Source: an optimization exercise on an open RTL-to-GDS flow (aim: small area, a short achievable clock period and few clock cycles per item). Production flows keep margins and buffers that such runs may drop.
In this exercise RTL edits were held to simulation tests only and were not proved equivalent to the original.
No activity file was given, so power comes from the tool's default toggle rates.

## flow/design.v (module list and top-level ports; edited modules follow where they fit)
// module srv_axis: 1100 lines
// module srv_mucs: 550 lines
module srv_axis (
    input  wire        clk,
    input  wire        rst,
    input  wire        start,
    output reg         ready,
    output reg         done,
    input  wire        y_valid,
    input  wire        loop_start,
    input  wire [31:0] r,
    input  wire [31:0] y,
    input  wire [31:0] ul,
    input  wire        bq1_en,
    input  wire        bq2_en,
    input  wire        ff_en,
    input  wire [31:0] kp,
    input  wire [31:0] ki,
    input  wire [31:0] kd,
    input  wire [4:0]  sh_kp,
    input  wire [4:0]  sh_ki,
    input  wire [4:0]  sh_kd,
    input  wire [30:0] ilim,
    input  wire [22:0] out_lim,
    input  wire [31:0] kvf,
    input  wire [31:0] kaf,
    input  wire [4:0]  sh_kvf,
    input  wire [4:0]  sh_kaf,
    input  wire [159:0] bq1_coef,
    input  wire [24:0]  bq1_shift,
    input  wire [159:0] bq2_coef,
    input  wire [24:0]  bq2_shift,
    input  wire [191:0] pm_coef,
    input  wire [29:0]  pm_shift,
    input  wire [31:0]  pm_rest,
    input  wire [23:0]  pm_tol,
    input  wire [7:0]   pm_count,
    output reg  [23:0] u,
    output wire [31:0] mon_e,
    output reg  [31:0] mon_i,
    output reg  [31:0] res,
    output reg         res_tested,
    output reg         arith_sat,
    output reg         i_sat,
    output reg         i_swap,
    output reg         out_sat,
    output reg         plaus
);
  // ...
==> flow/run.sh <==
#!/bin/bash
# synth_recipe.tcl (not shown) runs the flow's synth.tcl, then flattens the netlist and writes it again
# the make line also repeats each setting of config.mk as NAME=value (left out here)
make -C /OpenROAD-flow-scripts/flow DESIGN_CONFIG=/design/flow/config.mk WORK_HOME=/design/flow/orfs CLKGATE_MAP_FILE= SYNTH_SCRIPT=/design/flow/synth_recipe.tcl finish
==> flow/config.mk <==
export PLATFORM = sky130hd
export DESIGN_NAME = srv_axis
export DESIGN_NICKNAME = srv_axis
export VERILOG_FILES = /design/flow/design.v
export SDC_FILE = /design/flow/constraint.sdc
export NUM_CORES = 8
export LEC_CHECK = 0
export ABC_AREA = 1
export CAP_MARGIN = 40
export CORE_MARGIN = 2
export CORE_UTILIZATION = 30
export SLEW_MARGIN = 60
==> flow/constraint.sdc <==
create_clock -name core_clock -period 25.0 [get_ports {clk}]
set_input_delay 5.0000 -clock core_clock [delete_from_list [all_inputs] [get_ports {clk}]]
set_output_delay 5.0000 -clock core_clock [all_outputs]
set_load 0.01 [all_outputs]
==> summary.md, run 1 <==
| Metric | Value |
|---|---|
| DR WL met2 | `368 mm` |
| Setup slack of the worst register-to-register path | `17180 ps` |
| Grt ovf | `0` |
| Reported leakage power | `71.4 nW` |
| DR DRC count | `0` |
| First element of the critical path | `pm_tol[23]` |
| Sequential power | `about 3.4 mW` |
| Met3 Resource Use GR | `0.154` |
| Final period demand of the worst path | `8560 ps` |
| Met3 layer wire length in the routed design | `128 mm` |
| Multi-input gate share of total cell area | `0.536` |
| Critical register-to-register path startpoint | `bs1[1]` |
| Overall die width | `672 microns` |
| Most numerous cell types in the synthesized netlist | `sky130_fd_sc_hd__nand2_1, sky130_fd_sc_hd__inv_1, sky130_fd_sc_hd__nand3_1` |
| Net Sw Power | `9.73 mW` |
| TritonCTS clock tree | `done` |
| Detailed Route Iter0 Violations | `23700` |
| Met1 wire length | `approximately 360 mm` |
| Reg2Reg Depth | `26` |
| Instance count on the critical path | `20` |
| Flip-flop and latch count after synthesis | `1525` |
| Fraction of layout cells with a size suffix above 1 | `0.0708` |
| Share of synthesized cell area in and, or, nand and nor gates | `0.243` |
| Warnings from Yosys | `1` |
| Setup repair after global routing missed its margin | `no` |
| Synth top area cells | `sky130_fd_sc_hd__dfxtp_1, sky130_fd_sc_hd__nand2_1, sky130_fd_sc_hd__fa_1, sky130_fd_sc_hd__inv_1, sky130_fd_sc_hd__edfxtp_1` |
| Port Buf Inserts | `roughly 1100` |
| Pin count of the biggest net entering global routing | `between 90 and 100` |
| Vias after detailed routing | `159000` |
| Die Height | `~670 microns` |
| Grt peak-use layer | `met2` |
| Cell taking the most area after synthesis | `sky130_fd_sc_hd__dfxtp_1` |
| IO Pins | `1127` |
| Setup Crit Path Kind | `primary input to register` |
| Skew-Pair Late Insertion Delay | `1020 ps` |
| Count of flip-flops with a built-in enable after synthesis | `~330` |
| Crit path required time | `around 26000 ps` |
| Run status | `finished clean` |
| Clock buffer depth | `4` |
| Post-detailed-placement half-perimeter wirelength | `749 mm` |
| Depth of the CTS H-tree | `4` |
| Max-slew headroom at the worst pin | `0.517` |
| Syn Nets | `approximately 22000` |
Testbench counts, summed over its fixed seeds: cycles 26,969, steps 1,920.
==> run 2, diff against run 1 <==
--- a/flow/design.v
+++ b/flow/design.v
@@ -64,16 +64,17 @@
     reg        pre, chk;
     reg [4:0]  skr;      
     reg [4:0]  t;
     reg [4:0]  vsel;
     reg        ls, ffon, in1, in2, coast;
     reg [31:0] sy, sr, er, vr, tr;
     reg [30:0] ilr;      
     reg [22:0] olr;
+    reg [23:0] tlr;
     reg        rst_r;    
     reg [32:0] cw;       
     wire [31:0] c = cw[31:0];
     reg [35:0] acc0, acc1;
     assign mon_e = ep;
     function [4:0] iop0;
         input [4:0] vv;
         input [4:0] tt;
@@ -723,43 +724,33 @@
     wire [32:0] aop1  = hp1 ? {plo1[47], plo1[47:16]} : 33'd0;
     wire [47:0] mus1, muc1;
     srv_mucs mu_1 (.x(xop1), .win(win1), .A(aop1), .S(mus1), .C(muc1));
     wire [47:0] cpa1  = ms1 + mc1;    
     wire stall = (wide0 && !hp0) || (wide1 && !hp1);
     assign adv = run && !pre && !chg1 && !stall;
     reg        useq0, qop0;
     wire [63:0] pin0 = useq0 ? {33'd0, ql} : pw0 ? {cpa0, plo0[15:0]} : {{16{cpa0[47]}}, cpa0};
-    wire [63:0] shv0 = $signed(pin0) >>> ps0;
-    wire        rb0  = (ps0 == 5'd0 || qop0) ? 1'b0 : pin0[ps0 - 5'd1];
-    reg         fits0;
-    integer     k0;
-    always @(*) begin
-        fits0 = 1'b1;
-        for (k0 = 32; k0 < 64; k0 = k0 + 1)
-            if ((k0 >= {27'd0, ps0} + 32) && (pin0[k0] != pin0[63])) fits0 = 1'b0;
-    end
-    wire [32:0] sh0 = shv0[32:0];
+    wire [64:0] shw0 = $signed({pin0, 1'b0}) >>> ps0;
+    wire [32:0] sh0 = shw0[33:1];
+    wire        rb0  = shw0[0] && !qop0;
+    wire [31:0] th0  = ~(32'hffffffff << ps0);
+    wire        fits0 = &(~(pin0[63:32] ^ {32{pin0[63]}}) | th0);
     wire        l1_0 = &sh0[30:0];
     wire        ovh0 = !qop0 && !pin0[63] && (!fits0 || sh0[31] || (l1_0 && rb0));
     wire        ovl0 = !qop0 && pin0[63] && (!fits0 || (!sh0[31] && !(l1_0 && rb0)));
     reg         fits2_0, sgn2_0;
     reg  [30:0] frac2_0;
     wire [30:0] qmask0 = ~(31'h7fffffff << ps0);
     wire [63:0] pin1 = pw1 ? {cpa1, plo1[15:0]} : {{16{cpa1[47]}}, cpa1};
-    wire [63:0] shv1 = $signed(pin1) >>> ps1;
-    wire        rb1  = (ps1 == 5'd0) ? 1'b0 : pin1[ps1 - 5'd1];
-    reg         fits1;
-    integer     k1;
-    always @(*) begin
-        fits1 = 1'b1;
-        for (k1 = 32; k1 < 64; k1 = k1 + 1)
-            if ((k1 >= {27'd0, ps1} + 32) && (pin1[k1] != pin1[63])) fits1 = 1'b0;
-    end
-    wire [32:0] sh1 = shv1[32:0];
+    wire [64:0] shw1 = $signed({pin1, 1'b0}) >>> ps1;
+    wire [32:0] sh1 = shw1[33:1];
+    wire        rb1  = shw1[0];
+    wire [31:0] th1  = ~(32'hffffffff << ps1);
+    wire        fits1 = &(~(pin1[63:32] ^ {32{pin1[63]}}) | th1);
     wire        l1_1 = &sh1[30:0];
     wire        ovh1 = !pin1[63] && (!fits1 || sh1[31] || (l1_1 && rb1));
     wire        ovl1 = pin1[63] && (!fits1 || (!sh1[31] && !(l1_1 && rb1)));
     reg [10:0] bs0;    
     reg [14:0] ds0;    
     reg        sub0, sat0;
     reg        gf0;   
     function [28:0] pdec0;    
@@ -868,17 +859,17 @@
     endfunction
     function [2:0] onehotB;
         input [2:0] x;
         begin
             onehotB = (x == 3'd0) ? 3'd0 : (3'd1 << (x - 3'd1));
         end
     endfunction
     wire [32:0] res_x   = {res[31], res};
-    wire [32:0] tol_x   = {9'd0, pm_tol};
+    wire [32:0] tol_x   = {9'd0, tlr};
     wire        res_big = ($signed(res_x) > $signed(tol_x)) || !($signed(res_x) > $signed(~tol_x));
     wire [33:0] c34  = {{2{c[31]}}, c};
     wire [33:0] f34  = ffon ? {{2{sr[31]}}, sr} : 34'd0;
     wire [33:0] l34  = {11'd0, olr};
     wire [33:0] nl34 = ~l34;
     wire [33:0] w_hs = (c34 ^ f34 ^ nl34) + {((c34[32:0] & f34[32:0]) | (nl34[32:0] & (c34[32:0] ^ f34[32:0]))), 1'b0};    
     wire [33:0] w_ls = (c34 ^ f34 ^ l34) + {((c34[32:0] & f34[32:0]) | (l34[32:0] & (c34[32:0] ^ f34[32:0]))), 1'b0};      
     wire        w_hi = !w_hs[33];
@@ -886,16 +877,17 @@
     wire [23:0] u_v  = w_hi ? {1'b0, olr} : w_lo ? (24'd0 - {1'b0, olr}) : rB[23:0];
     wire        osat = w_hi || w_lo;
     wire        e_pos = !er[31] && (er != 32'd0);
     wire        integ = !((w_hi && e_pos) || (w_lo && er[31]));
     always @(posedge clk) begin
         rst_r <= rst;
         ilr <= ilim;
         olr <= out_lim;
+        tlr <= pm_tol;
         skr <= sh_ki;
         begin
             done <= 1'b0;
             if (ready) begin
                 sy <= y;
                 sr <= r;
                 {cs0, cr0} <= coef0(5'd3);
                 xs0 <= xsel0(5'd3, 1'b0, 1'b0);
==> flow/config.mk (replaced) <==
export PLATFORM = sky130hd
export DESIGN_NAME = srv_axis
export DESIGN_NICKNAME = srv_axis
export VERILOG_FILES = /design/flow/design.v
export SDC_FILE = /design/flow/constraint.sdc
export NUM_CORES = 8
export LEC_CHECK = 0
export CAP_MARGIN = 40
export CORE_MARGIN = 2
export CORE_UTILIZATION = 30
export SLEW_MARGIN = 60
==> run 2 against run 1 <==
Net effect: sequential share of layout area increased by 0.28 points; non-clock buffer count increased by 88; via count decreased by 4.8%; register-to-register slack improved by 300 ps; combinational power increased by 14%; flip-flop and latch count increased by 24; clock skew increased by 51 ps; worst setup slack improved by 900 ps; cell count decreased by 13%; critical endpoint is now res[31]; largest power group unchanged.
==> summary.md, run 2 <==
| Metric | Value |
|---|---|
| Die Outline Area | `0.453 sq mm (was 0.452 sq mm)` |
| Most used flip-flop cell after synthesis | `sky130_fd_sc_hd__dfxtp_1 (unchanged)` |
| Syn Nets | `18700 (was 21800)` |
| Setup tns final | `0 ps (unchanged)` |
| Post-route ant nets | `0 (unchanged)` |
| Top achievable clock speed | `0.130 GHz (was 0.117 GHz)` |
| Total iterations of the first detailed-routing run | `13 (was 7)` |
| Most common library cell in the layout ignoring fill and taps | `sky130_fd_sc_hd__nand2_1 (unchanged)` |
| Met2 Use GR | `0.506 (was 0.553)` |
| Part of the Yosys area used for sequential elements | `0.256 (was 0.252)` |
| Grt peak-use layer | `met2 (unchanged)` |
| Detailed Route Iter0 Violations | `24900 (was 23700)` |
| Post-detailed-placement half-perimeter wirelength | `648 mm (was 749 mm)` |
| Setup slack at placement | `17140 ps (was 15660 ps)` |
| Number of clock sinks | `1549 (was 1525)` |
| Pin count of the biggest net entering global routing | `86 (was 92)` |
| Leading registers by flop count | `plo0: 48 flops, plo1: 48 flops (unchanged)` |
| Setup Crit Path Kind | `register to output pin (was primary input to register)` |
| Part of the power in registers | `0.187 (was 0.196)` |
| Routed len/inst | `36.1 microns (was 34.7 microns)` |
| Flip-flop and latch count after synthesis | `1549 (was 1525)` |
| Vias per cell | `6.50 (was 5.93)` |
| Setup repair after global routing missed its margin | `no (unchanged)` |
| Count of different cell masters after synthesis | `111 (was 74)` |
| Final period demand of the worst path | `7660 ps (was 8560 ps)` |
| Setup slack of the worst register-to-register path | `17480 ps (was 17180 ps)` |
| Hold wc startpoint | `plo1[16] (was p1v0)` |
| TritonCTS clock tree | `done (unchanged)` |
| Final period utilization | `0.307 (was 0.342)` |
| P_int | `8.87 mW (was 7.82 mW)` |
| Top Family by Delay on Critical Path | `buffers and inverters (unchanged)` |
| Clock buffer depth | `4 (unchanged)` |
| Cell taking the most area after synthesis | `sky130_fd_sc_hd__dfxtp_1 (unchanged)` |
| Initial core utilization | `0.301 (about the same)` |
| Total GRT Usage | `0.354 (was 0.394)` |
| Fraction of layout cells with a size suffix above 1 | `0.105 (was 0.0708)` |
| Synthesized area | `0.134 sq mm (about the same)` |
| Count of flip-flops with a built-in enable after synthesis | `329 (unchanged)` |
| Global placer's final weighted congestion | `1.09 (about the same)` |
| Hold slack final | `441 ps (was 410 ps)` |
| Depth of the CTS H-tree | `4 (unchanged)` |
| Arr. time, crit path | `2660 ps (was 9370 ps)` |
| Gates resized, CTS repair | `0 (unchanged)` |
| Total count of max-transition violations in the final report | `0 (unchanged)` |
| Vias after detailed routing | `151000 (was 159000)` |
| Reg2Reg Depth | `23 (was 26)` |
| Warnings from Yosys | `1 (unchanged)` |
| Core Area | `0.445 sq mm (about the same)` |
| Max-slew headroom at the worst pin | `0.525 (was 0.517)` |
| Max-capacitance violation count | `0 (unchanged)` |
| IO Pins | `1127 (unchanged)` |
| Synth Instances | `16600 (was 19800)` |
| DR DRC count | `0 (unchanged)` |
| Most numerous cell types in the synthesized netlist | `sky130_fd_sc_hd__nand2_1, sky130_fd_sc_hd__clkbuf_1, sky130_fd_sc_hd__a21oi_1 (was sky130_fd_sc_hd__nand2_1, sky130_fd_sc_hd__inv_1, sky130_fd_sc_hd__nand3_1)` |
| Critical register-to-register path startpoint | `bs0[9] (was bs1[1])` |
| Kind of end point of the critical path | `output pin (was register)` |
| FFs w/ async S/R, synth | `0 (unchanged)` |
| Stage delay of the slowest cell on the critical path | `990 ps (was 520 ps)` |
| Number of CTS-inserted buffers | `191 (was 204)` |
| Buffers inserted during post-CTS setup optimization | `0 (unchanged)` |
| Crit path required time | `20000 ps (was 25800 ps)` |
| Fin worst setup slack | `17340 ps (was 16440 ps)` |
| Worst-Margin Slew | `698 ps (was 725 ps)` |
| Net Sw Frac | `0.536 (was 0.554)` |
| Comb pwr share | `0.655 (was 0.624)` |
| Critical Path Start Type | `register (was primary input)` |
| Worst hold path cell count | `1 (was 2)` |
| Max Fanout on Critical Path | `6 (was 8)` |
| Commonest non-fill, non-tap cells in the layout | `sky130_fd_sc_hd__nand2_1, sky130_fd_sc_hd__a21oi_1, sky130_fd_sc_hd__dfxtp_1 (was sky130_fd_sc_hd__nand2_1, sky130_fd_sc_hd__inv_1, sky130_fd_sc_hd__nand3_1)` |
| Clock transition at the registers of the reported paths | `70 ps (was 60 ps)` |
| Number of buffers added to fix hold violations after cts | `0 (unchanged)` |
| Terminating pin of the worst hold path | `mc1[0] (was p2v0)` |
| Clock root buffer | `sky130_fd_sc_hd__clkbuf_16 (unchanged)` |
| Met3 Resource Use GR | `0.130 (was 0.154)` |
| Overall die width | `673 microns (was 672 microns)` |
| Total of endpoints with negative setup slack in the final report | `0 (unchanged)` |
| RR Endpoint | `cw[19] (was sr[13])` |
| Final Hold Viols | `0 (unchanged)` |
| Synthesized area per cell | `8.08 sq um (was 6.78 sq um)` |
| Area delta synth->final | `21.4% (was 21.5%)` |
| Series of cell instances along the critical path | `clkdlybuf4s50_1 (was clkdlybuf4s50_1 -> buf_4 -> inv_1 -> ha_1 -> nand3_1 -> inv_1 -> nand2_1 -> nor4_1 -> a21boi_0 -> o311ai_0 -> o211ai_1 -> clkdlybuf4s18_2 -> buf_4 -> buf_6 -> buf_4 -> nand2_1 -> o21ai_1 -> inv_1 -> o21ai_0 -> a31oi_1)` |
| Grt ovf | `0 (unchanged)` |
| First-pass GRT wire length | `1150 mm (was 1240 mm)` |
| Clock power frac | `0.158 (was 0.180)` |
| Post-layout nets | `19200 (was 22600)` |
| Number of global-route vias before repair | `140000 (was 148000)` |
| Port Buf Inserts | `1126 (unchanged)` |
| Fill cells | `45900 (was 48100)` |
| Core Util, Final | `0.366 (about the same)` |
| Reported leakage power | `62.1 nW (was 71.4 nW)` |
| P per Cell Area | `117 mW/mm^2 (was 108 mW/mm^2)` |
| Synth top area cells | `sky130_fd_sc_hd__dfxtp_1, sky130_fd_sc_hd__fa_1, sky130_fd_sc_hd__edfxtp_1, sky130_fd_sc_hd__ha_1, sky130_fd_sc_hd__a22oi_1 (was sky130_fd_sc_hd__dfxtp_1, sky130_fd_sc_hd__nand2_1, sky130_fd_sc_hd__fa_1, sky130_fd_sc_hd__inv_1, sky130_fd_sc_hd__edfxtp_1)` |
| Class of the most critical hold timing path | `register to register (unchanged)` |
| Buffers plus inverters on the worst setup path | `1 (was 9)` |
| Net Sw Power | `10.2 mW (was 9.73 mW)` |
| Maximum VDD drop | `0.0000900 V (was 0.000119 V)` |
| Worst path slowest cell | `sky130_fd_sc_hd__clkdlybuf4s50_1 (unchanged)` |
| Row cnt | `245 (unchanged)` |
| Run status | `finished clean (unchanged)` |
| Largest clock skew in the final design | `186 ps (was 135 ps)` |
| Global Route met1 Usage | `0.427 (was 0.493)` |
| Number of antenna violations at the first check in global routing | `111 (was 176)` |
| Skew-Pair Late Insertion Delay | `1050 ps (was 1020 ps)` |
| Final Routed Wirelength | `839 mm (was 930 mm)` |
| Most numerous cell in the Yosys netlist | `sky130_fd_sc_hd__nand2_1 (unchanged)` |
| Proportion of netlist area held by the largest area contributor | `0.182 (was 0.179)` |
| Die Height | `673 microns (was 672 microns)` |
-- run 2: cell families after synthesis --
logic type / synth area share
DFF: 0.256
and+or+nand+nor: 0.145
AOI/OAI and AO/OA: 0.314
adders and majority gates: 0.131
buffers and inverters: 0.0700
xor gates and xnor gates: 0.0393
muxes: 0.0450
-- run 2: metal layers --
layer,wire length (microns),vias to the layer above
met2,340000,11600
met4,82500,54
met5,648,-
met1,306000,73600
li1,-,63200
met3,110000,2811
-- run 2: worst max-delay path by stage --
stage / from / cells after the start / endpoint / slack (ps)
detailed placement: bs0[9] / 23 / cw[20] / 17140
floorplan: pm_count[0] / 11 / plaus / 18460
global route: bs0[9] / 22 / mon_i[18] / 17140
CTS: bs0[9] / 23 / cw[19] / 17130
finish: res[31] / 1 / res[31] / 17340
global placement: bs0[9] / 22 / mon_i[7] / 16980
-- run 2: metrics by stage --
stage / total power [mW] / std cells / instance area (sq um)
after global routing: 19.9 / 23200 / 163000
after floorplan: 10.4 / 16600 / 134000
after detailed placement: 15.5 / 22800 / 155000
after CTS: 18.5 / 23200 / 162000
final: 19.1 / 23300 / 163000
after global placement: 15.1 / 22700 / 152000
-- run 2: area by class of cell --
cell class | instances | area [sq um] | share of cell area
timing repair buffer | 1790 | 17100 | 0.105
multi-input combinational | 12600 | 93500 | 0.574
antenna | 65 | 163 | 0.000999
tap | 5928 | 7420 | 0.0456
clock inverter | 106 | 1140 | 0.00699
sequential | 1549 | 34400 | 0.211
inverter | 1010 | 3800 | 0.0234
clock buffer | 248 | 5380 | 0.0331
-- run 2: worst reg2reg max path, delay by kind of cell, from the launching register on --
family                     cells  cell delay, ps
AOI/OAI and AO/OA             13            3730
and+or+nand+nor                5            1430
adders and majority gates      2             960
buffers and inverters          2             510
xor gates and xnor gates       1             440
DFF                            1             340
-- run 2: power by group through the flow --
stage / registers (mW) / clock network, mW / logic, mW
2_1_floorplan: 3.35 / 0 / 7.05
4_1_cts: 3.55 / 3.01 / 12.0
3_5_place_dp: 3.60 / 0 / 11.9
6_report: 3.57 / 3.01 / 12.5
5_1_grt: 3.58 / 3.11 / 13.2
3_3_place_gp: 3.60 / 0 / 11.5
Testbench counts of run 2, summed over its fixed seeds: cycles 26,969, steps 1,920.

-- separate check: timing with driven ports --
The results above use ideal ports. As a check the final layouts listed here were re-extracted and re-timed, cells and wires unchanged. Step 1: set_driving_cell puts a clkbuf_16 on clk and a buf_2 on each other input, an assumption about the parent block. Step 2 moves the port delays by t, midway between the first and last clock arrival at a register: inputs arrive t later, outputs are due t later. That takes back most of the time a late clock gives input paths. a / b / c = no drivers / after step 1 / after step 2; a / b = the first two.
run | shift t [ns] | setup slack, ns | pins driven straight from the clock port
run 1 | 1.071 | 16.438 / 16.450 / 15.379 | 1
run 2 | 1.075 | 17.336 / 17.217 / 17.483 | 1
After both steps setup and hold are still met in every run listed. The setup slack of run 1, which loses most, moves by +0.012 ns with the drivers and by -1.059 ns with both steps.
